What follows belongs to an exercise in optimizing a design on an open flow for small area, a short achievable clock period and few clock cycles per item; a production flow would make more cautious choices.
Where RTL was checked, it was by simulation tests only, not by an equivalence proof against the original.
The RTL of run 4 was laid out without a check of its function.

--- flow/run.sh ---
#!/bin/bash
# synth_recipe.tcl (not shown) runs the flow's synth.tcl, then flattens the netlist and writes it again
# the make line also repeats each setting of config.mk as NAME=value (left out here)
make -C /OpenROAD-flow-scripts/flow DESIGN_CONFIG=/design/flow/config.mk WORK_HOME=/design/flow/orfs CLKGATE_MAP_FILE= SYNTH_SCRIPT=/design/flow/synth_recipe.tcl finish
--- flow/config.mk ---
export PLATFORM = sky130hd
export DESIGN_NAME = xr_extend
export DESIGN_NICKNAME = xr_extend
export VERILOG_FILES = /design/flow/design.v
export SDC_FILE = /design/flow/constraint.sdc
export NUM_CORES = 4
export LEC_CHECK = 0
export ABC_CLOCK_PERIOD_IN_PS = 4000
export CAP_MARGIN = 20
export CORE_MARGIN = 2
export CORE_UTILIZATION = 40
export PLACE_DENSITY = 0.6
export SETUP_SLACK_MARGIN = 4.0
export SLEW_MARGIN = 20
--- flow/constraint.sdc ---
create_clock -name core_clock -period 9.0 [get_ports {clk}]
set_input_delay 1.8000 -clock core_clock [delete_from_list [all_inputs] [get_ports {clk}]]
set_output_delay 1.8000 -clock core_clock [all_outputs]
set_load 0.01 [all_outputs]
--- flow/design.v ---
module sm3_round (
    input  wire         hi,       
    input  wire [31:0]  tj,       
    input  wire [255:0] st_in,    
    input  wire [31:0]  w,        
    input  wire [31:0]  wp,       
    output wire [255:0] st_out
);
    wire [31:0] a = st_in[255:224];
    wire [31:0] b = st_in[223:192];
    wire [31:0] c = st_in[191:160];
    wire [31:0] d = st_in[159:128];
    wire [31:0] e = st_in[127:96];
    wire [31:0] f = st_in[95:64];
    wire [31:0] g = st_in[63:32];
    wire [31:0] h = st_in[31:0];
    wire [31:0] a12  = {a[19:0], a[31:20]};
    wire [31:0] s0s  = a12 ^ e ^ tj;
    wire [31:0] s0c  = {(a12[30:0] & e[30:0]) | (a12[30:0] & tj[30:0]) | (e[30:0] & tj[30:0]), 1'b0};
    wire [31:0] sum1 = s0s + s0c;
    wire [31:0] ss1  = {sum1[24:0], sum1[31:25]};
    wire [31:0] ss2  = ss1 ^ a12;
    wire [31:0] ff   = hi ? ((a & b) | (a & c) | (b & c)) : (a ^ b ^ c);
    wire [31:0] gg   = hi ? ((e & f) | (~e & g)) : (e ^ f ^ g);
    wire [31:0] p1s  = ff ^ d ^ wp;
    wire [31:0] p1c  = {(ff[30:0] & d[30:0]) | (ff[30:0] & wp[30:0]) | (d[30:0] & wp[30:0]), 1'b0};
    wire [31:0] q1s  = p1s ^ p1c ^ ss2;
    wire [31:0] q1c  = {(p1s[30:0] & p1c[30:0]) | (p1s[30:0] & ss2[30:0]) | (p1c[30:0] & ss2[30:0]), 1'b0};
    wire [31:0] tt1  = q1s + q1c;
    wire [31:0] p2s  = gg ^ h ^ w;
    wire [31:0] p2c  = {(gg[30:0] & h[30:0]) | (gg[30:0] & w[30:0]) | (h[30:0] & w[30:0]), 1'b0};
    wire [31:0] q2s  = p2s ^ p2c ^ ss1;
    wire [31:0] q2c  = {(p2s[30:0] & p2c[30:0]) | (p2s[30:0] & ss1[30:0]) | (p2c[30:0] & ss1[30:0]), 1'b0};
    wire [31:0] tt2  = q2s + q2c;
    wire [31:0] p0   = tt2 ^ {tt2[22:0], tt2[31:23]} ^ {tt2[14:0], tt2[31:15]};
    assign st_out = {tt1, a, {b[22:0], b[31:23]}, c,
                     p0,  e, {f[12:0], f[31:13]}, g};
endmodule
module sm3_wexp (
    input  wire [511:0] win,      
    output wire [31:0]  w_next
);
    wire [31:0] w0  = win[511:480];
    wire [31:0] w3  = win[415:384];
    wire [31:0] w7  = win[287:256];
    wire [31:0] w10 = win[191:160];
    wire [31:0] w13 = win[95:64];
    wire [31:0] x   = w0 ^ w7 ^ {w13[16:0], w13[31:17]};
    wire [31:0] p1  = x ^ {x[16:0], x[31:17]} ^ {x[8:0], x[31:9]};
    assign w_next = p1 ^ {w3[24:0], w3[31:25]} ^ w10;
endmodule
module xr_extend (
    input  wire         clk,
    input  wire         rst,       
    input  wire         start,
    input  wire [255:0] xr_in,     
    input  wire [255:0] d_in,      
    output wire         ready,
    output reg          done,
    output wire [255:0] xr_out     
);
    localparam [255:0] IV  = 256'h7380166F_4914B2B9_172442D7_DA8A0600_A96F30BC_163138AA_E38DEE4D_B0FB0E4E;
    reg         busy;
    reg         blk;       
    reg [5:0]   j;         
    reg [255:0] st;        
    reg [511:0] win;       
    reg [63:0] pw;
    always @(*) begin
        case (j)
            6'd0: pw = 64'h80000000_80000000;
            6'd1: pw = 64'h00000000_00000000;
            6'd2: pw = 64'h00000000_00000000;
            6'd3: pw = 64'h00000000_00000000;
            6'd4: pw = 64'h00000000_00000000;
            6'd5: pw = 64'h00000000_00000000;
            6'd6: pw = 64'h00000000_00000000;
            6'd7: pw = 64'h00000000_00000000;
            6'd8: pw = 64'h00000000_00000000;
            6'd9: pw = 64'h00000000_00000000;
            6'd10: pw = 64'h00000000_00000000;
            6'd11: pw = 64'h00000000_00000200;
            6'd12: pw = 64'h00000000_80404000;
            6'd13: pw = 64'h00000000_00000000;
            6'd14: pw = 64'h00000000_01008080;
            6'd15: pw = 64'h00000200_10005200;
            6'd16: pw = 64'h80404000_80404000;
            6'd17: pw = 64'h00000000_002002A0;
            6'd18: pw = 64'h01008080_AD54DC84;
            6'd19: pw = 64'h10005000_10005000;
            6'd20: pw = 64'h00000000_09582A39;
            6'd21: pw = 64'h002002A0_A02032A0;
            6'd22: pw = 64'hAC545C04_AC545C04;
            6'd23: pw = 64'h00000000_00200280;
            6'd24: pw = 64'h09582A39_AD09723D;
            6'd25: pw = 64'hA0003000_80203040;
            6'd26: pw = 64'h00000000_51609838;
            6'd27: pw = 64'h00200280_30205581;
            6'd28: pw = 64'hA4515804_04517804;
            6'd29: pw = 64'h20200040_20A200EA;
            6'd30: pw = 64'h51609838_3BB5BDE8;
            6'd31: pw = 64'h30005701_3A0E5517;
            6'd32: pw = 64'hA0002000_10F50042;
            6'd33: pw = 64'h008200AA_FAF2731A;
            6'd34: pw = 64'h6AD525D0_4AD525D0;
            6'd35: pw = 64'h0A0E0216_0A8C02BE;
            6'd36: pw = 64'hB0F52042_CAA105D2;
            6'd37: pw = 64'hFA7073B0_D8D273F4;
            6'd38: pw = 64'h20000000_F5D6EBD2;
            6'd39: pw = 64'h008200A8_828257D9;
            6'd40: pw = 64'h7A542590_F07407D0;
            6'd41: pw = 64'h22A20044_968A26EE;
            6'd42: pw = 64'hD5D6EBD2_3F2EA58B;
            6'd43: pw = 64'h82005771_CA98BD88;
            6'd44: pw = 64'h8A202240_08270A7D;
            6'd45: pw = 64'hB42826AA_5A4F5350;
            6'd46: pw = 64'hEAF84E59_4918AEF9;
            6'd47: pw = 64'h4898EAF9_C0B0A273;
            6'd48: pw = 64'h8207283D_A1B37260;
            6'd49: pw = 64'hEE6775FA_8CED573E;
            6'd50: pw = 64'hA3E0E0A0_2E8DE6B5;
            6'd51: pw = 64'h8828488A_B01842F4;
            6'd52: pw = 64'h23B45A5D_CAD63AB8;
            6'd53: pw = 64'h628A22C4_49EAE2E4;
            6'd54: pw = 64'h8D6D0615_DD43D324;
            6'd55: pw = 64'h38300A7E_A6B786C7;
            6'd56: pw = 64'hE96260E5_C8EE581D;
            6'd57: pw = 64'h2B60C020_F7CEFC97;
            6'd58: pw = 64'h502ED531_7A10DB3B;
            6'd59: pw = 64'h9E878CB9_776748D8;
            6'd60: pw = 64'h218C38F8_ADB200C9;
            6'd61: pw = 64'hDCAE3CB7_98049E9F;
            6'd62: pw = 64'h2A3E0E0A_F65EAD81;
            6'd63: pw = 64'hE9E0C461_B863C496;
            default: pw = 64'h0;
        endcase
    end
    reg         hi;        
    reg [31:0]  tj;        
    wire [31:0]  w_next;
    wire [255:0] st_next;
    wire [31:0]  w  = blk ? pw[63:32] : win[511:480];
    wire [31:0]  wp = blk ? pw[31:0]  : (win[511:480] ^ win[383:352]);
    sm3_wexp u_wexp (
        .win    (win),
        .w_next (w_next)
    );
    sm3_round u_round (
        .hi     (hi),
        .tj     (tj),
        .st_in  (st),
        .w      (w),
        .wp     (wp),
        .st_out (st_next)
    );
    wire accept = start & ~busy;
    wire last   = busy & (j == 6'd63);
    wire trans  = last & ~blk;
    wire fin    = last & blk;
    wire catch  = (j[5:2] == 4'd0);
    assign ready = ~busy;
    wire [31:0] u0 = win[511:480], u1 = win[479:448], u2 = win[447:416], u3 = win[415:384];
    wire [31:0] l0 = win[255:224], l1 = win[223:192], l2 = win[191:160], l3 = win[159:128];
    wire [255:0] v = {u3[8:0], u3[31:9], u2[8:0], u2[31:9], u1, u0,
                      l3[18:0], l3[31:19], l2[18:0], l2[31:19], l1, l0};
    assign xr_out = st ^ v;
    always @(posedge clk) begin
        if (accept)     st <= IV;
        else if (trans) st <= st_next ^ IV;
        else            st <= st_next;
        if (accept) begin
            win <= {xr_in, d_in};
        end else if (!blk) begin
            win <= {win[479:0], w_next};
        end else begin
            win[511:288] <= win[479:256];
            win[287:256] <= catch ? st[159:128] : win[511:480];
            win[255:32]  <= win[223:0];
            win[31:0]    <= catch ? st[31:0] : win[255:224];
        end
    end
    always @(posedge clk) begin
        if (rst) begin
            busy <= 1'b0;
            done <= 1'b0;
        end else begin
            done <= fin;
            if (accept) begin
                busy <= 1'b1;
                blk  <= 1'b0;
                j    <= 6'd0;
                hi   <= 1'b0;
                tj   <= 32'h79CC4519;
            end else if (busy) begin
                j  <= j + 6'd1;
                if (j == 6'd15) hi <= 1'b1;
                if (last)       hi <= 1'b0;
                if (last)            tj <= 32'h79CC4519;
                else if (j == 6'd15) tj <= 32'h9D8A7A87;      
                else                 tj <= {tj[30:0], tj[31]};
                if (trans) blk  <= 1'b1;
                if (fin)   busy <= 1'b0;
            end
        end
    end
endmodule
==> impl_metrics.tcl, run 1 <==
set metrics [dict create \
    multi_input_area_sq_um 29900 \
    syn_to_final_growth_pct 30.3 \
    layout_common_cells "1701 x nand2_1, 794 x dfxtp_1, 772 x clkdlybuf4s50_1" \
    dieWidth_microns 352 \
    crit_start "st[110]$_SDFF_PP0_" \
    rsz0062_at_grt "yes" \
    place_area_sq_um 57900 \
    wl_microns 288000 \
    avgSynthCellArea_sq_um 8.40 \
    syn_nets 6575 \
    reg2reg_slack_ns 3.03 \
    antenna_found_initial 31 \
    worstMarginPinSlew_ns 1.31 \
    ys_seq_elements 874 \
    cp-start-kind "flip-flop" \
    drc 0 \
    grt_start_max_net_pins 169 \
    grt_use_met2_pct 70.0 \
    hold_viol 0 \
    die_h_microns 352 \
    drt_iter0_markers 5717 \
    netlist_area_sq_um 48500 \
    outcome "finished clean" \
    seqCellArea_sq_um 18000 \
    path_class "reg2reg" \
    row_count 127 \
    yosysWarnings 1 \
    grt_pass1_wl_microns 377000 \
    final_common_cell "nand2_1" \
    max_cap_viol_count 0 \
    fill_cells 11500 \
    wl_per_cell_microns 35.3 \
    top_usage_layer "met2" \
    hold_buffers 0 \
    numCtsBuffers 97 \
    critPathCaptureType "flip-flop" \
    seq_area_frac_synth_pct 36.9 \
    antenna_left 0 \
    slew_headroom_pct 11.8 \
    fin_crit_ns 5.97 \
    rr_startpoint "st[110]$_SDFF_PP0_" \
    num-nets-final 7264 \
    critPathArrivalTime_ns 6.55 \
    grt_use_met1_pct 54.8 \
    synth_edf_count 40 \
    fmaxAchievable_mhz 167 \
    io_buffer_count 772 \
    fin_crit_sh_pct 66.4 \
    cts_max_level 3 \
    drive_gt1_share_pct 9.46 \
    netlist_instances 5766 \
    grt_pass1_vias 43600 \
    utilization_pct 52.6 \
    critical_path.endpoint "st[248]$_SDFF_PP1_" \
    synthFlopType "dfxtp_1" \
    gp_congestion 1.06 \
    design_area_sq_um 63200 \
    cp_max_fo 5 \
    core_sq_um 120000 \
    reg2reg_to "st[248]$_SDFF_PP1_" \
    clk_pin_slew_worst_paths_ns 0.06 \
    worst_ep_required_time_ns 9.58 \
    cts_root_buf "clkbuf_16" \
    ios 773 \
    initial_core_util_pct 40.3 \
    clockBufferDepth 3 \
    cts_tree "built" \
    dp_hpwl_microns 235000 \
    avgViaCountPerCell 5.66 \
    maxSlewViolCount 0 \
    finalSetupViolations 0 \
    insertion_delay_ns 0.73 \
    dr.pass1.iters 6 \
    cts_sinks 874 \
    ys_types 99 \
    fin_setup_tns_ns 0 \
    ys_async_sr_fraction_pct 0 \
    track_usage_pct 44.5 \
    grt_overflow 0 \
    reg2reg_depth 23 \
    die_area_sq_um 124000 \
    hold_class "reg2reg" \
    globalRouteMet3Util_pct 10.3 \
    clock_skew_ns 0.0407 \
    num_vias 46200 \
]
## critical path, cell delays in order (launching register included)
cell and delay [ns]:
dfxtp_4 0.39, fa_1 0.59, ha_4 0.23, a21o_1 0.17
a21o_1 0.21, a2111oi_4 0.37, nor3_2 0.11, o21ai_4 0.25
a31oi_4 0.14, a221oi_2 0.35, xnor2_2 0.21, xor2_2 0.19
fa_1 0.50, ha_4 0.20, a21oi_1 0.25, a21oi_4 0.14
nor2_1 0.36, a2111oi_4 0.16, buf_4 0.17, nor3_2 0.25
o21ai_2 0.13, a31oi_1 0.22, xnor2_1 0.15, nand2_1 0.07
## flip-flops by register name, indices dropped and copies added (netlist names)
signal and count:
done 1, win 512, hi 1, st 256, pw 64, busy 1
j 6, tj 32, blk 1
## stage by stage
stage | std cells | setup slack [ns] | hold WS [ns]
5_1_grt | 8149 | 2.86 | 0.430
4_1_cts | 8120 | 2.95 | 0.424
6_report | 8155 | 3.03 | 0.424
3_3_place_gp | 7897 | 1.92 | 0.405
2_1_floorplan | 5766 | 3.78 | 0.399
3_5_place_dp | 7899 | 1.85 | 0.406
## per-layer routing
layer | up-vias | share of wire [%]
li1 | 20000 | -
met1 | 22700 | 38
met2 | 2772 | 45
met3 | 710 | 9.4
met4 | 24 | 8.0
met5 | - | 0.054
## area by class of cell
cell class	count	share of cell area, %
multi-input combinational	4340	47.4
sequential	874	28.5
timing repair buffer	924	14.3
clock buffer	144	4.57
tap	1612	3.19
inverter	218	1.34
clock inverter	34	0.650
antenna	9	0.0357
## logic make-up after synthesis
group	count (synthesis)	synth area share, %
xor+xnor	808	14.8
compound gates	797	10.6
fa+ha+maj	294	10.5
flops	874	36.9
mux	163	3.46
buf+inv	552	4.40
simple gates	2278	19.3
## Yosys cell counts (all sizes together) (122+ instances only)
cell	count	area (sq um)
xnor2	416	3680
xor2	387	3400
mux2i	127	1270
o21ai	197	990
a21oi	264	1340
fa	188	3760
dfxtp	834	16700
inv	216	811
and2	122	768
nor2	255	957
clkbuf	259	972
nand2	1706	6410
## what timing repair did
action,in CTS,in global routing
buffers inserted,43,26
pin swaps,62,97
hold endpoints to repair,0,0
endpoints found under the setup margin,120,85
gates resized for setup,163,124
## how the worst min path moves through the flow
stage / from / to / cells after the start
after CTS: win[314]$_DFF_P_ / win[346]$_DFF_P_ / 2
after floorplan: win[96]$_DFF_P_ / win[128]$_DFF_P_ / 2
final: win[323]$_DFF_P_ / win[355]$_DFF_P_ / 2
after global routing: win[56]$_DFF_P_ / win[88]$_DFF_P_ / 2
after detailed placement: win[3]$_DFF_P_ / win[35]$_DFF_P_ / 2
after global placement: win[57]$_DFF_P_ / win[89]$_DFF_P_ / 2
Testbench counts, summed over its fixed seeds: cycles 24,768, items 192.
==> inputs of run 2 (changes only) <==
==> flow/flow/run.sh (new file) <==
#!/bin/bash
# The standard layout (the standard.sh, standard synthesis unchanged), with
# two changes: ports are buffered with the smallest buffer (buf_1) instead of
# the default pick, and clock tree synthesis inserts no dummy loads.
set -euo pipefail
export BUFFER_PORTS_ARGS="-buffer_cell sky130_fd_sc_hd__buf_1"
export CTS_ARGS="-sink_clustering_enable -repair_clock_nets -dont_use_dummy_load"
bash standard.sh finish > standard.log 2>&1
==> flow/standard.sh (new file) <==
#!/bin/bash
# synth_recipe.tcl (not shown) runs the flow's synth.tcl, then flattens the netlist and writes it again
# the make line also repeats each setting of config.mk as NAME=value (left out here)
make -C /OpenROAD-flow-scripts/flow DESIGN_CONFIG=/design/flow/config.mk WORK_HOME=/design/flow/orfs CLKGATE_MAP_FILE= SYNTH_SCRIPT=/design/flow/synth_recipe.tcl "${@:-finish}"
--- a/flow/config.mk
+++ b/flow/config.mk
@@ -7,3 +7,2 @@
 export LEC_CHECK = 0
-export ABC_CLOCK_PERIOD_IN_PS = 4000
 export CAP_MARGIN = 20
removed: flow/run.sh
==> run 2 against run 1 <==
Against the previous run: worst setup slack better by 0.037 ns; critical path depth up 1; utilization down 4.7 points; non-clock buffer count up 19; highest routed layer unchanged; still clean.
==> impl_metrics.tcl, run 2 <==
set metrics [dict create \
    initial_core_util_pct 40.3 \
    clock_skew_ns 0.0646 \
    ys_seq_elements 874 \
    hold_class "reg2reg" \
    muxShareOfSynthArea_pct 3.46 \
    worstMarginPinSlew_ns 1.14 \
    final_common_cell "nand2_1" \
    cp_max_fo 5 \
    clk_pin_slew_worst_paths_ns 0.06 \
    path_class "reg2reg" \
    seqCellArea_sq_um 18000 \
    avgSynthCellArea_sq_um 8.40 \
    synthFlopType "dfxtp_1" \
    die_area_sq_um 124000 \
    synthXorXnorAreaFrac_pct 14.8 \
    row_count 127 \
    fin_crit_ns 5.94 \
    worst_ep_required_time_ns 9.54 \
    hp-start "win[51]$_DFF_P_" \
    wl_microns 276000 \
    antenna_found_initial 9 \
    grt_start_max_net_pins 189 \
    dieWidth_microns 352 \
    synth_top_family_by_area "simple AND/OR/NAND/NOR gates" \
    io_buffer_count 772 \
    synth.area.top_cells "dfxtp_1 34%, nand2_1 13%, fa_1 7.8%, xnor2_1 7.5%, xor2_1 7.0%" \
    core_sq_um 120000 \
    cts_tree "built" \
    synth_edf_count 40 \
    netlist_instances 5766 \
    netlist_area_sq_um 48500 \
    largest_reg_flops 512 \
    critPathArrivalTime_ns 6.48 \
    cts_max_level 3 \
    grt_overflow 0 \
    grt_pass1_wl_microns 363000 \
    fin_crit_sh_pct 66.0 \
    antenna_left 0 \
    syn_nets 6575 \
    synth_top_cell_by_area "dfxtp_1" \
    maxSlewViolCount 0 \
    yosysMostFrequentCell "nand2_1" \
    crit_start "st[110]$_SDFF_PP0_" \
    rr_startpoint "st[110]$_SDFF_PP0_" \
    drive_gt1_share_pct 8.88 \
    numCtsBuffers 98 \
    drt_iter0_markers 5816 \
    outcome "finished clean" \
    synth_compound_area_share_pct 10.6 \
    insertion_delay_ns 0.72 \
    finalSetupViolations 0 \
    ys_async_sr_fraction_pct 0 \
    fin_setup_tns_ns 0 \
    hold_buffers 0 \
    cts_root_buf "clkbuf_16" \
    drc 0 \
    gp_congestion 1.08 \
    track_usage_pct 42.7 \
    wl_per_cell_microns 34.1 \
    avgViaCountPerCell 5.67 \
    layout_common_cells "1701 x nand2_1, 789 x dfxtp_1, 772 x buf_1" \
    largest-register "win" \
    multi_input_area_sq_um 29900 \
    slew_headroom_pct 23.2 \
    num-nets-final 7285 \
    seq_area_frac_synth_pct 36.9 \
    yosys.area_share.simple_pct 19.3 \
    critPathCaptureType "flip-flop" \
    grt_pass1_vias 43400 \
    yosys.area.top_type_share_pct 34.5 \
    yosysWarnings 1 \
    synth_commonest_cells "1704 x nand2_1, 834 x dfxtp_1, 413 x xnor2_1" \
    cp-start-kind "flip-flop" \
    synthAdderAreaFrac_pct 10.5 \
    syn_to_final_growth_pct 18.7 \
    fill_cells 12000 \
    hold_viol 0 \
    fmaxAchievable_mhz 168 \
    dr.pass1.iters 6 \
    num_vias 45900 \
    ys_types 99 \
    cts_sinks 874 \
    dp_hpwl_microns 225000 \
    clockBufferDepth 3 \
    max_cap_viol_count 0 \
    die_h_microns 352 \
    rsz0062_at_grt "yes" \
    ios 773 \
]
-- run 2: changes by cell type in the layout (fill, tap and decap cells not counted), sizes merged --
cell | before | now
bufinv | 4 | 0
clkdlybuf4s50 | 772 | 0
clkinvlp | 5 | 0
inv | 217 | 215
buf | 152 | 943
clkinv | 26 | 3
clkbuf | 144 | 98
diode | 9 | 7
nor2b | 8 | 9
-- run 2: area by class of cell --
| type | instances | area share [%] |
|---|---|---|
| Antenna cell | 7 | 0.0304 |
| Clock buffer | 98 | 4.26 |
| Inverter | 218 | 1.45 |
| Multi-Input combinational cell | 4341 | 51.9 |
| Sequential cell | 874 | 31.3 |
| Tap cell | 1612 | 3.51 |
| Timing Repair Buffer | 943 | 7.46 |
-- run 2: metal layers --
metal	GRT usage (%)	routed length (microns)
met1	53.0	104000
met2	65.3	120000
met4	31.8	24700
met5	0.808	198
met3	9.10	27100
-- run 2: final timing paths --
kind / to / slack (ns) / cells after the start
worst max-delay path: st[101]$_SDFF_PP1_ / 3.06 / 24
worst min register to register: win[83]$_DFF_P_ / 0.39 / 2
worst min-delay path: win[83]$_DFF_P_ / 0.39 / 2
worst max register to register: st[101]$_SDFF_PP1_ / 3.06 / 24
-- run 2: cells by family (layout without fill, tap and decap cells) --
kind of cell | after synthesis | after routing
adders and majority gates | 294 | 294
and+or+nand+nor | 2278 | 2279
other | 0 | 7
xor gates and xnor gates | 808 | 808
muxes | 163 | 163
buffers and inverters | 552 | 1259
DFF | 874 | 874
AOI/OAI and AO/OA | 797 | 797
-- run 2: stage by stage --
| stage | setup slack, ns | hold slack, ns | cells | cell area, sq um | utilization [%] |
|---|---|---|---|---|---|
| 2_1_floorplan | 3.78 | 0.399 | 5766 | 48700 | - |
| 3_3_place_gp | 2.62 | 0.404 | 7897 | 53000 | 44.1 |
| 3_5_place_dp | 2.61 | 0.405 | 7897 | 53000 | 44.1 |
| 4_1_cts | 3.11 | 0.383 | 8035 | 56500 | 47.0 |
| 5_1_grt | 2.93 | 0.417 | 8087 | 57500 | 47.9 |
| 6_report | 3.06 | 0.387 | 8093 | 57500 | 47.9 |
-- run 2: what timing repair did --
item                                    CTS  global route
cloned                                    0             1
setup buffers                            40            50
resized for setup                       151           129
endpoints found under the setup margin  100           215
pin swaps                                92            87
-- run 2: worst max-delay path, cell delays in order (launching register included) --
cell       delay, ns
dfxtp_4         0.47
fa_1            0.50
ha_4            0.27
a21o_1          0.18
a21o_1          0.19
a2111oi_4       0.33
nor3_2          0.12
o21ai_4         0.24
buf_6           0.14
a21oi_4         0.06
a21boi_2        0.20
xnor2_2         0.17
buf_4           0.18
fa_2            0.48
ha_4            0.31
a211oi_4        0.06
o21a_2          0.25
o31ai_4         0.31
a41o_4          0.32
buf_4           0.14
a31oi_4         0.10
xnor3_1         0.33
xor2_1          0.24
xnor2_2         0.13
nand2_1         0.07
==> inputs of run 3 (changes only) <==
==> flow/flow/run.sh (replaced) <==
#!/bin/bash
# The standard layout (the standard.sh) with three changes:
#  - synthesis maps the logic with the ABC script in flow/abc_speed.script
#    (classic delay-driven `map` on a choice network) instead of ORFS's; the
#    rest of synthesis, and so every register, is the standard one;
#  - ports are buffered with the smallest buffer (buf_1);
#  - clock tree synthesis inserts no dummy loads.
set -euo pipefail
here=$PWD
rm -rf "$here/scripts"
cp -r "$FLOW_HOME/scripts" "$here/scripts"
cp "$here/flow/abc_speed.script" "$here/scripts/abc_speed.script"
SCRIPTS_DIR="$here/scripts" bash standard.sh synth > synth.log 2>&1
export BUFFER_PORTS_ARGS="-buffer_cell sky130_fd_sc_hd__buf_1"
export CTS_ARGS="-sink_clustering_enable -repair_clock_nets -dont_use_dummy_load"
bash standard.sh finish > standard.log 2>&1
==> flow/flow/abc_speed.script (new file) <==
strash
dch -f
map -D 1000
topo
buffer -p
upsize
dnsize
==> run 3 against run 2 <==
Against the previous run: non-clock buffer count shrank 6; largest cell class unchanged; still clean on timing, DRC and antenna; via count grew 10%; sequential share of layout area shrank 0.85 points; critical path type unchanged; utilization grew 1.5 points; first-iteration DRC count grew 20%.
==> impl_metrics.tcl, run 3 <==
set metrics [dict create \
    outcome "finished clean" \
    drive_gt1_share_pct 10.5 \
    io_buffer_count 772 \
    hold_buffers 0 \
    yosysWarnings 1 \
    final_common_cell "nand2_1" \
    synthAdderAreaFrac_pct 10.5 \
    max_cap_viol_count 0 \
    track_usage_pct 44.7 \
    dieWidth_microns 352 \
    clk_pin_slew_worst_paths_ns 0.06 \
    grt_overflow 0 \
    insertion_delay_ns 0.73 \
    avgSynthCellArea_sq_um 7.68 \
    fin_crit_sh_pct 56.4 \
    numCtsBuffers 96 \
    critPathArrivalTime_ns 5.63 \
    synth_top_family_by_area "simple AND/OR/NAND/NOR gates" \
    grt_start_max_net_pins 179 \
    netlist_instances 6323 \
    worst_ep_required_time_ns 9.56 \
    critPathCaptureType "flip-flop" \
    fin_setup_tns_ns 0 \
    clockBufferDepth 3 \
    worstMarginPinSlew_ns 1.14 \
    drt_iter0_markers 6993 \
    num_vias 50500 \
    synth_edf_count 40 \
    yosys.area_share.simple_pct 21.0 \
    hold_class "reg2reg" \
    cts_tree "built" \
    initial_core_util_pct 40.4 \
    fill_cells 12100 \
    fin_crit_ns 5.08 \
    slew_headroom_pct 23.0 \
    largest-register "win" \
    synth_compound_area_share_pct 13.5 \
    critical_path.most_common_cell "nand2_1" \
    wl_microns 290000 \
    die_h_microns 352 \
    num-nets-final 7892 \
    grt_pass1_vias 46600 \
    dp_hpwl_microns 235000 \
    synthXorXnorAreaFrac_pct 10.7 \
    synth_top_cell_by_area "dfxtp_1" \
    maxSlewViolCount 0 \
    largest_reg_flops 512 \
    seq_area_frac_synth_pct 36.8 \
    finalSetupViolations 0 \
    die_area_sq_um 124000 \
    yosysMostFrequentCell "nand2_1" \
    whs_ns 0.381 \
    synth.area.top_cells "dfxtp_1 34%, nand2_1 14%, fa_1 7.7%, xor2_1 7.4%, o21ai_0 5.2%" \
    core_sq_um 120000 \
    muxShareOfSynthArea_pct 1.20 \
    cpMaxStageDelayCell "fa_1" \
    rsz0062_at_grt "yes" \
    cp_max_fo 52 \
    netlist_area_sq_um 48600 \
    cts_sinks 874 \
    row_count 127 \
    ys_async_sr_fraction_pct 0 \
    cp-start-kind "flip-flop" \
    yosys.area.top_type_share_pct 34.4 \
    cts_max_level 3 \
    clock_skew_ns 0.0888 \
    wl_per_cell_microns 33.3 \
    cp_cell_sequence "bufinv_16 -> buf_4 -> nand2_1 -> o21ai_0 -> fa_1 -> inv_1 -> fa_1 -> ha_1 -> a21oi_2 -> o21ai_1 -> a21oi_1 -> o221ai_2 -> nand2_1 -> nand3_1 -> nand2_1 -> nand2_1 -> nand3_1 -> nand3_1" \
    gp_congestion 1.10 \
    avgViaCountPerCell 5.80 \
    critPathMaxStageDelay_ns 0.52 \
    layout_common_cells "1771 x nand2_1, 779 x dfxtp_1, 772 x buf_1" \
    dp_slack_ns 2.45 \
    hold_viol 0 \
    synth_commonest_cells "1828 x nand2_1, 834 x dfxtp_1, 510 x inv_1" \
    ios 773 \
    ys_seq_elements 874 \
    syn_to_final_growth_pct 22.2 \
    fin_ws_ns 3.92 \
    fmaxAchievable_mhz 197 \
    cts_root_buf "clkbuf_16" \
    path_class "reg2reg" \
    antenna_found_initial 18 \
    dr.pass1.iters 6 \
    drc 0 \
    synthFlopType "dfxtp_1" \
    antenna_left 0 \
    ys_types 69 \
    grt_pass1_wl_microns 384000 \
    syn_nets 7132 \
]
==> run 3: cell count changes in the layout (fill, tap and decap cells not counted), sizes merged, moves of 123 or more <==
cell	delta
a21oi	+202
nand2	+123
inv	+302
nand3	+159
xnor2	-293
o21ai	+318
==> run 3: cell type report <==
| type | count | area, sq um | share of cell area [%] |
|---|---|---|---|
| multi-input combinational | 4655 | 30500 | 51.4 |
| sequential | 874 | 18100 | 30.5 |
| timing repair buffer | 937 | 4320 | 7.29 |
| clock buffer | 96 | 2400 | 4.05 |
| tap | 1612 | 2020 | 3.40 |
| inverter | 519 | 1990 | 3.36 |
| antenna | 13 | 32.5 | 0.0548 |
==> run 3: critical path: cells and delay by family (launching register included) <==
kind / cells / cell delay, ns
DFF: 1 / 0.45
and+or+nand+nor: 7 / 0.90
buffers and inverters: 3 / 0.86
AOI/OAI and AO/OA: 5 / 1.28
adders and majority gates: 3 / 1.41
==> run 3: layer usage <==
metal	global-route usage [%]	vias to the layer above	routed length (microns)
li1	-	21900	-
met1	57.1	24400	111000
met2	66.8	3393	123000
met3	11.1	744	32300
met4	29.3	26	23200
met5	0	-	171
==> run 3: final timing paths <==
check	from	slack [ns]	cells after the start	to
worst max-delay path	blk$_SDFFCE_PP0P_	3.92	18	st[99]$_SDFF_PP1_
worst min-delay path	win[43]$_DFF_P_	0.38	2	win[75]$_DFF_P_
worst max register to register	blk$_SDFFCE_PP0P_	3.92	18	st[99]$_SDFF_PP1_
worst min register to register	win[43]$_DFF_P_	0.38	2	win[75]$_DFF_P_
==> run 3: timing repair <==
action | in CTS | in global routing
gates resized for setup | 465 | 266
pin swaps | 70 | 90
setup endpoints to repair | 69 | 63
setup buffers | 42 | 56
==> run 3: cells by family (layout without fill, tap and decap cells) <==
kind of cell | after synthesis | after routing
muxes | 58 | 58
other | 0 | 13
buffers and inverters | 794 | 1552
and+or+nand+nor | 2553 | 2553
adders and majority gates | 294 | 294
xor gates and xnor gates | 557 | 557
AOI/OAI and AO/OA | 1193 | 1193
DFF | 874 | 874
==> run 3: through the flow <==
stage | std cells | instance area, sq um | util, %
detailed placement | 8499 | 53000 | 44.1
CTS | 8637 | 57600 | 47.9
floorplan | 6323 | 48600 | -
finish | 8706 | 59300 | 49.4
global placement | 8499 | 53000 | 44.1
global route | 8694 | 59300 | 49.4
==> inputs of run 4 (changes only) <==
--- a/flow/design.v
+++ b/flow/design.v
@@ -19,4 +19,5 @@
     wire [31:0] s0c  = {(a12[30:0] & e[30:0]) | (a12[30:0] & tj[30:0]) | (e[30:0] & tj[30:0]), 1'b0};
-    wire [31:0] sum1 = s0s + s0c;
-    wire [31:0] ss1  = {sum1[24:0], sum1[31:25]};
+    wire [31:0] x;
+    sm3_add32 u_add1 (.a(s0s), .b(s0c), .s(x));
+    wire [31:0] ss1  = {x[24:0], x[31:25]};
     wire [31:0] ss2  = ss1 ^ a12;
@@ -24,12 +25,18 @@
     wire [31:0] gg   = hi ? ((e & f) | (~e & g)) : (e ^ f ^ g);
-    wire [31:0] p1s  = ff ^ d ^ wp;
-    wire [31:0] p1c  = {(ff[30:0] & d[30:0]) | (ff[30:0] & wp[30:0]) | (d[30:0] & wp[30:0]), 1'b0};
-    wire [31:0] q1s  = p1s ^ p1c ^ ss2;
-    wire [31:0] q1c  = {(p1s[30:0] & p1c[30:0]) | (p1s[30:0] & ss2[30:0]) | (p1c[30:0] & ss2[30:0]), 1'b0};
-    wire [31:0] tt1  = q1s + q1c;
-    wire [31:0] p2s  = gg ^ h ^ w;
-    wire [31:0] p2c  = {(gg[30:0] & h[30:0]) | (gg[30:0] & w[30:0]) | (h[30:0] & w[30:0]), 1'b0};
-    wire [31:0] q2s  = p2s ^ p2c ^ ss1;
-    wire [31:0] q2c  = {(p2s[30:0] & p2c[30:0]) | (p2s[30:0] & ss1[30:0]) | (p2c[30:0] & ss1[30:0]), 1'b0};
-    wire [31:0] tt2  = q2s + q2c;
+    wire [31:0] k1   = ff + d + wp;
+    wire [31:0] tt1;
+    sm3_add32 u_add2 (.a(k1), .b(ss2), .s(tt1));
+    wire [31:0] s1   = {s0s[24:0], 7'd0};
+    wire [31:0] c1   = {s0c[24:0], 7'd0};
+    wire [31:0] m0s  = gg ^ h ^ w;
+    wire [31:0] m0c  = {(gg[30:0] & h[30:0]) | (gg[30:0] & w[30:0]) | (h[30:0] & w[30:0]), 1'b0};
+    wire [31:0] m1s  = m0s ^ m0c ^ s1;
+    wire [31:0] m1c  = {(m0s[30:0] & m0c[30:0]) | (m0s[30:0] & s1[30:0]) | (m0c[30:0] & s1[30:0]), 1'b0};
+    wire [31:0] u    = m1s ^ m1c ^ c1;
+    wire [31:0] v    = {(m1s[30:0] & m1c[30:0]) | (m1s[30:0] & c1[30:0]) | (m1c[30:0] & c1[30:0]), 1'b0};
+    wire [31:0] v0, v1;
+    sm3_add32 u_add3 (.a(u), .b(v), .s(v0));
+    assign v1 = u + v + 32'd128;
+    wire [7:0]  lo   = {1'b0, v0[6:0]} + {1'b0, x[31:25]};
+    wire [31:0] tt2  = {lo[7] ? v1[31:7] : v0[31:7], lo[6:0]};
     wire [31:0] p0   = tt2 ^ {tt2[22:0], tt2[31:23]} ^ {tt2[14:0], tt2[31:15]};
@@ -50,2 +57,39 @@
     assign w_next = p1 ^ {w3[24:0], w3[31:25]} ^ w10;
+endmodule
+module sm3_add32 #(parameter KS = 1) (
+    input  wire [31:0] a,
+    input  wire [31:0] b,
+    output wire [31:0] s
+);
+    wire [31:0] p0 = a ^ b;
+    wire [31:0] g0 = a & b;
+    wire [31:0] gl [0:5];
+    wire [31:0] pl [0:5];
+    assign gl[0] = g0;
+    assign pl[0] = p0;
+    genvar l, k;
+    generate
+        for (l = 0; l < 5; l = l + 1) begin : lvl
+            for (k = 0; k < 32; k = k + 1) begin : bit_
+                if (KS) begin : ks
+                    if (k >= (1 << l)) begin : op
+                        assign gl[l+1][k] = gl[l][k] | (pl[l][k] & gl[l][k - (1 << l)]);
+                        assign pl[l+1][k] = pl[l][k] & pl[l][k - (1 << l)];
+                    end else begin : pass
+                        assign gl[l+1][k] = gl[l][k];
+                        assign pl[l+1][k] = pl[l][k];
+                    end
+                end else begin : sk
+                    if ((k >> l) & 1) begin : op
+                        assign gl[l+1][k] = gl[l][k] | (pl[l][k] & gl[l][((k >> l) << l) - 1]);
+                        assign pl[l+1][k] = pl[l][k] & pl[l][((k >> l) << l) - 1];
+                    end else begin : pass
+                        assign gl[l+1][k] = gl[l][k];
+                        assign pl[l+1][k] = pl[l][k];
+                    end
+                end
+            end
+        end
+    endgenerate
+    assign s = p0 ^ {gl[5][30:0], 1'b0};
 endmodule
==> flow/flow/run.sh (replaced) <==
#!/bin/bash
# The standard layout (the standard.sh, standard synthesis unchanged), with
# two changes: ports are buffered with the smallest buffer (buf_1) instead of
# the default pick, and clock tree synthesis inserts no dummy loads.
set -euo pipefail
export BUFFER_PORTS_ARGS="-buffer_cell sky130_fd_sc_hd__buf_1"
export CTS_ARGS="-sink_clustering_enable -repair_clock_nets -dont_use_dummy_load"
bash standard.sh finish > standard.log 2>&1
removed: flow/flow/abc_speed.script
==> run 4 against run 3 <==
Against the previous run: via count fell by 1.0%; non-clock buffer count grew 86; final area grew 4.3%; critical path type unchanged.
==> impl_metrics.tcl, run 4 <==
set metrics [dict create \
    layout_common_cells "1749 x nand2_1, 794 x dfxtp_1, 772 x buf_1" \
    initial_core_util_pct 40.2 \
    seq_area_frac_synth_pct 35.1 \
    synth_top_cell_by_area "dfxtp_1" \
    wl_per_cell_microns 33.4 \
    antenna_found_initial 21 \
    synth_commonest_cells "1756 x nand2_1, 834 x dfxtp_1, 475 x xnor2_1" \
    drc 0 \
    rsz0062_at_grt "yes" \
    largest_reg_flops 512 \
    insertion_delay_ns 0.75 \
    ys_types 87 \
    num_vias 49900 \
    slew_headroom_pct 15.7 \
    grt_start_max_net_pins 186 \
    fill_cells 12500 \
    largest-register "win" \
    yosys.area.top_type_share_pct 32.7 \
    fin_setup_tns_ns 0 \
    core_sq_um 127000 \
    netlist_area_sq_um 51000 \
    clockBufferDepth 3 \
    die_area_sq_um 130000 \
    gp_congestion 1.09 \
    cts_max_level 3 \
    cp_max_fo 9 \
    cts_tree "built" \
    hold_viol 0 \
    rr_startpoint "hi$_SDFFCE_PP0P_" \
    path_class "reg2reg" \
    clk_pin_slew_worst_paths_ns 0.06 \
    syn_to_final_growth_pct 21.3 \
    io_buffer_count 772 \
    max_cap_viol_count 0 \
    num-nets-final 7864 \
    hold_path_depth 2 \
    netlist_instances 6177 \
    fin_crit_ns 6.06 \
    utilization_pct 48.7 \
    hold_class "reg2reg" \
    clock_skew_ns 0.0834 \
    avgSynthCellArea_sq_um 8.26 \
    track_usage_pct 42.4 \
    drt_iter0_markers 6594 \
    hold_buffers 0 \
    cts_sinks 874 \
    numCtsBuffers 97 \
    yosysMostFrequentCell "nand2_1" \
    grt_pass1_wl_microns 379000 \
    ys_async_sr_fraction_pct 0 \
    fmaxAchievable_mhz 165 \
    fin_crit_sh_pct 67.3 \
    dr.pass1.iters 8 \
    outcome "finished clean" \
    finalSetupViolations 0 \
    dieWidth_microns 361 \
    ys_seq_elements 874 \
    ios 773 \
    dp_hpwl_microns 229000 \
    wl_microns 289000 \
    cp-start-kind "flip-flop" \
    synth.area.top_cells "dfxtp_1 33%, nand2_1 13%, xnor2_1 8.2%, fa_1 7.7%, xor2_1 6.4%" \
    row_count 131 \
    maxSlewViolCount 0 \
    cts_root_buf "clkbuf_16" \
    drive_gt1_share_pct 11.9 \
    worst_ep_required_time_ns 9.50 \
    grt_overflow 0 \
    reg2reg_depth 23 \
    yosysWarnings 2 \
    synthFlopType "dfxtp_1" \
    final_common_cell "nand2_1" \
    synth_edf_count 40 \
    crit_start "hi$_SDFFCE_PP0P_" \
    grt_pass1_vias 46200 \
    antenna_left 0 \
    die_h_microns 361 \
    syn_nets 7068 \
    critPathCaptureType "flip-flop" \
    critPathArrivalTime_ns 6.56 \
    worstMarginPinSlew_ns 1.26 \
    hp-start "win[61]$_DFF_P_" \
    avgViaCountPerCell 5.78 \
]
[run 4: cell types whose count changed after synthesis, moves of 51 or more]
cell,before,now
nor2b_1,0,143
nor2_1,368,277
xnor2_1,123,475
nand2_1,1828,1756
inv_1,510,256
mux2_2,0,71
clkbuf_1,227,278
nand3_1,202,51
o21ai_0,502,241
a21oi_1,466,291
ha_1,106,179
[run 4: kinds of logic after synthesis]
| logic type | Yosys count | synth area share [%] |
|---|---|---|
| AOI/OAI and AO/OA | 952 | 11.6 |
| xor gates and xnor gates | 850 | 14.6 |
| adders and majority gates | 377 | 12.1 |
| buffers and inverters | 587 | 4.36 |
| DFF | 874 | 35.1 |
| muxes | 143 | 3.01 |
| and+or+nand+nor | 2394 | 19.2 |
[run 4: repair_timing]
item	CTS	global route
resized for setup	255	186
buffers inserted	103	49
endpoints found under the setup margin	71	92
pin swaps	156	141
gates cloned	12	4
[run 4: stage by stage]
step / cell area (sq um) / instances / hold slack [ns] / setup WS (ns)
finish: 61900 / 8644 / 0.416 / 2.94
global route: 61900 / 8636 / 0.429 / 2.74
CTS: 60500 / 8580 / 0.411 / 3.00
detailed placement: 55800 / 8368 / 0.405 / 2.32
global placement: 55800 / 8368 / 0.403 / 2.32
floorplan: 51500 / 6177 / 0.399 / 3.45
[run 4: worst paths after layout]
check	to	slack [ns]
setup / recovery	st[112]$_SDFF_PP1_	2.94
hold / removal	win[93]$_DFF_P_	0.42
hold reg to reg	win[93]$_DFF_P_	0.42
setup reg to reg	st[112]$_SDFF_PP1_	2.94
[run 4: routing by layer]
layer | vias to the layer above | GRT usage [%] | wire length (microns)
met1 | 24200 | 51.2 | 106000
met2 | 3297 | 62.4 | 121000
li1 | 21600 | - | -
met5 | - | 0 | 165
met3 | 821 | 15.5 | 36100
met4 | 18 | 29.5 | 24800
[run 4: layout make-up]
cell class	count	area, sq um	area share, %
antenna	11	27.5	0.0445
tap	1662	2080	3.36
multi-input combinational	4719	33100	53.4
inverter	258	993	1.61
clock buffer	97	2430	3.92
timing repair buffer	1023	5320	8.59
sequential	874	18000	29.1
[run 4: worst max-delay path, cell delays in order, from the launching register on]
cell and delay, ns:
edfxtp_1 0.41, buf_6 0.15, buf_12 0.14, nor3_2 0.12, a21oi_1 0.07, a31oi_2 0.36
fa_1 0.50, inv_1 0.09, fa_1 0.43, inv_2 0.08, fa_2 0.48, ha_4 0.20
fa_2 0.59, and4_4 0.27, nand3_4 0.09, nor4_4 0.22, o21ai_2 0.12, a31o_4 0.28
a221oi_4 0.30, mux2i_1 0.25, a21oi_2 0.09, xnor2_2 0.27, xnor2_1 0.16, nand2_1 0.14

==> separate check: timing with driven ports <==
In the flow no input, the clock included, has a driving cell. The finished layouts below were timed again as built, in two steps. Step 1 sets driving cells, clkbuf_16 on the clock port and buf_2 on the other inputs (assumed; they add their load-dependent delay and slew). Step 2 moves the port delays by t, midway between the first and last clock arrival at a register: inputs arrive t later, outputs are due t later. That takes back most of the time a late clock gives input paths. Slacks: ideal / step 1 / step 2; pairs: ideal / step 1.
run	t, ns	slack for setup (ns)	worst slew at a driven data input, ns	cell pins on the clock port's net
run 1	0.789	3.026 / 3.026 / 3.026	0.13	1
run 2	0.790	3.062 / 3.062 / 3.062	0.13	1
run 3	0.762	3.921 / 3.921 / 3.431	0.13	1
run 4	0.803	2.945 / 2.945 / 2.945	0.18	1
After both steps every run listed still meets setup and hold. The setup slack of run 3, which loses most, moves by 0.000 ns with the drivers and by -0.490 ns with both steps.
